From an optimization exercise on the open Yosys and OpenROAD flow, aimed at small area and a short achievable clock period; shortcuts taken in it are not production practice.
The RTL was checked by simulation tests, not by an equivalence proof against the original design.
Power figures rest on the tool's default switching activity, not on a simulated workload.

==> flow/design.v (excerpt) <==
module spool_queue (
    input  wire        clk,
    input  wire        rst,          
    input  wire        wr_valid,
    input  wire [63:0] wr_data,
    input  wire        wr_end,       
    output wire        wr_ready,
    input  wire        rd_en,
    output reg         rd_valid,     
    output wire        rd_end,       
    output wire [63:0] rd_data,
    input  wire        op_valid,
    input  wire [1:0]  op_code,      
    input  wire [6:0]  op_k,         
    output reg         op_refused,
    output reg  [5:0]  fill,         
    output reg  [5:0]  pkts,         
    output reg  [5:0]  peak          
);
Settings: LEC_CHECK=0, CAP_MARGIN=20, CORE_MARGIN=2, CORE_UTILIZATION=40, CTS_BUF_LIST=sky130_fd_sc_hd__clkbuf_8, CTS_CLUSTER_DIAMETER=80, CTS_CLUSTER_SIZE=14, SLEW_MARGIN=20, SYNTH_HIERARCHICAL=1; clock period 30.0 ns.
standard.sh (not shown) runs the stock make flow with config.mk's settings and CLKGATE_MAP_FILE= SYNTH_SCRIPT=/design/flow/synth_recipe.tcl, a recipe that flattens the netlist after the stock synthesis.
==> flow/flow/run.sh <==
#!/bin/bash
set -euo pipefail
here=$(pwd)
bash standard.sh \
  SETUP_SLACK_MARGIN=17.5 \
  "BUFFER_PORTS_ARGS=-buffer_cell sky130_fd_sc_hd__buf_2" \
  "PRE_FLOORPLAN_TCL=$here/flow/downsize.tcl" \
  finish > make.log 2>&1
==> flow/flow/downsize.tcl <==
# Pre-floorplan hook: the single-gate modules of the RTL (storage hold gates,
# look-up trees, the wr_ready gates) are mapped once each by synthesis, which
# picks a drive-2 cell for some of them; start them all at drive 1 and let
# the later repair steps size up what needs it.
set swaps {
  sky130_fd_sc_hd__a22oi_2 sky130_fd_sc_hd__a22oi_1
  sky130_fd_sc_hd__a21oi_2 sky130_fd_sc_hd__a21oi_1
  sky130_fd_sc_hd__nor3_2  sky130_fd_sc_hd__nor3_1
  sky130_fd_sc_hd__nor3b_2 sky130_fd_sc_hd__nor3b_1
}
set db [ord::get_db]
set n 0
foreach inst [[ord::get_db_block] getInsts] {
  set m [[$inst getMaster] getName]
  if {[dict exists $swaps $m]} {
    $inst swapMaster [$db findMaster [dict get $swaps $m]]
    incr n
  }
}
puts "downsize.tcl: $n instances set to drive 1"
==> next run, changes <==
--- a/flow/design.v
+++ b/flow/design.v
@@ -74,29 +74,26 @@
   sq_mux32 u_ep (.sel(p_sel), .d(end_next), .y(e_raw));
   wire [4:0] rel_pos = ~(rel_raw ^ {5{phase}});
   wire [4:0] adv_pos = ~(adv_raw ^ {5{phase}});
   wire       e_p     = ~(e_raw ^ phase);    
   wire [4:0] rel_off = rel_pos + ~ptr_l;              
   wire [5:0] c_lm_next = rel_ok ? c_lm - op_k[5:0] :
                          adv_ok ? c_lm + 6'd1 :
                          is_rr  ? 6'd0 : c_lm;
-  wire [5:0] pkts_add = is_rm   ? c_mp :
-                        is_rr   ? c_mp + c_lm :
-                        rd_take ? {6{e_p}} : 6'd0;       
   wire [5:0] fill_rel  = rel_ok ? fill + {1'b1, ~rel_off} : fill;
   wire [5:0] fill_next = fill_rel + {5'd0, wr_take};
   wire [31:0] w_sel = {31'd0, wr_take} << ptr_w;
   wire [31:0] e_sel = {31'd0, wr_mark} << e_w;
   reg  [31:0] w_keep, e_keep;
   integer h;
   always @* begin
     for (h = 0; h < 32; h = h + 1) begin
-      w_keep[h] = !w_sel[h];
-      e_keep[h] = !e_sel[h];
+      w_keep[h] = !wr_take || (ptr_w != h);
+      e_keep[h] = !wr_mark || (e_w != h);
     end
   end
   wire [63:0] wd_enc  = wr_data ^ {64{phase}};
   wire        we_enc  = wr_end ^ phase;
   wire [4:0]  wp_enc  = ptr_w ^ {5{phase}};
   genvar s;
   generate
     for (s = 0; s < 32; s = s + 1) begin : slot
@@ -144,17 +141,17 @@
       peak       <= 6'd0;
       rd_valid   <= 1'b0;
       op_refused <= 1'b0;
     end else begin
       op_refused <= refuse;
       rd_valid   <= rd_take;
       fill       <= fill_next;
       c_lm       <= c_lm_next;
-      if (wr_take && !rel_ok && fill == peak) peak <= fill_next;    
+      if (wr_take && !rel_ok && fill == peak) peak <= peak + 6'd1;
       if (wr_take) ptr_w <= ptr_w + 5'd1;
       if (wr_mark) e_w <= e_w + 5'd1;
       if (rel_ok) begin
         ptr_l <= rel_pos;
         e_l   <= e_l + op_k[4:0];
       end else if (adv_ok) begin
         ptr_m <= adv_pos;
         e_m   <= e_m + 5'd1;
@@ -166,17 +163,19 @@
         ptr_p <= ptr_l;
         ptr_m <= ptr_l;
         e_m   <= e_l;
         c_mp  <= 6'd0;
       end else if (rd_take) begin
         ptr_p <= ptr_p + 5'd1;
         c_mp  <= c_mp + {5'd0, e_p};
       end
-      pkts <= pkts + pkts_add + {5'd0, wr_mark};
+      pkts <= (is_rm ? pkts + c_mp :
+               is_rr ? pkts + c_mp + c_lm :
+               rd_take ? pkts - {5'd0, e_p} : pkts) + {5'd0, wr_mark};
     end
   end
   wire [31:0] rsel = p_sel & {32{rd_valid}};
   wire [64:0] rd_word;
   generate
     for (c = 0; c < 65; c = c + 1) begin : rd_col
       wire [31:0] col;
       genvar r;
- register-to-register slack improved by 360 ps
- hold slack is about the same
- global-route usage goes up by 0.54 points
- routed wire length goes up slightly
- core utilization goes down by 0.23 points
- final area goes up slightly
- cell count goes up slightly
- die area goes up slightly
- sequential cell count does not change
- total power goes up by a few percent
- clock power is about the same
- setup slack improved by 21 ps
- via count goes up slightly

==> afterwards: timing with drivers on the ports <==
The results above use ideal ports. As a check the final layouts listed here were re-extracted and re-timed, cells and wires unchanged. Step 1 assumes that a clkbuf_16 drives the clock port and a buf_2 every other input. Step 2 also shifts input and output timing later by t, the mid clock arrival at the registers, as if the neighbouring blocks saw the same clock. Three values: no drivers, after step 1, after step 2; two values: the first two.
| run | t, ns | setup WS [ns] | worst hold slack (ns) | clock arrival spread, ns | worst data-port slew with drivers (ns) |
|---|---|---|---|---|---|
| the first run | 1.093 | 17.037 / 16.933 / 16.933 | 0.438 / 0.438 / 0.438 | 0.088 / 0.089 | 0.13 |
| the second run | 1.103 | 17.058 / 16.993 / 16.993 | 0.437 / 0.437 / 0.437 | 0.089 / 0.089 | 0.20 |
After both steps setup and hold are still met in every run listed. The setup slack of the first run, which loses most, moves by -0.104 ns with the drivers and by -0.104 ns with both steps.
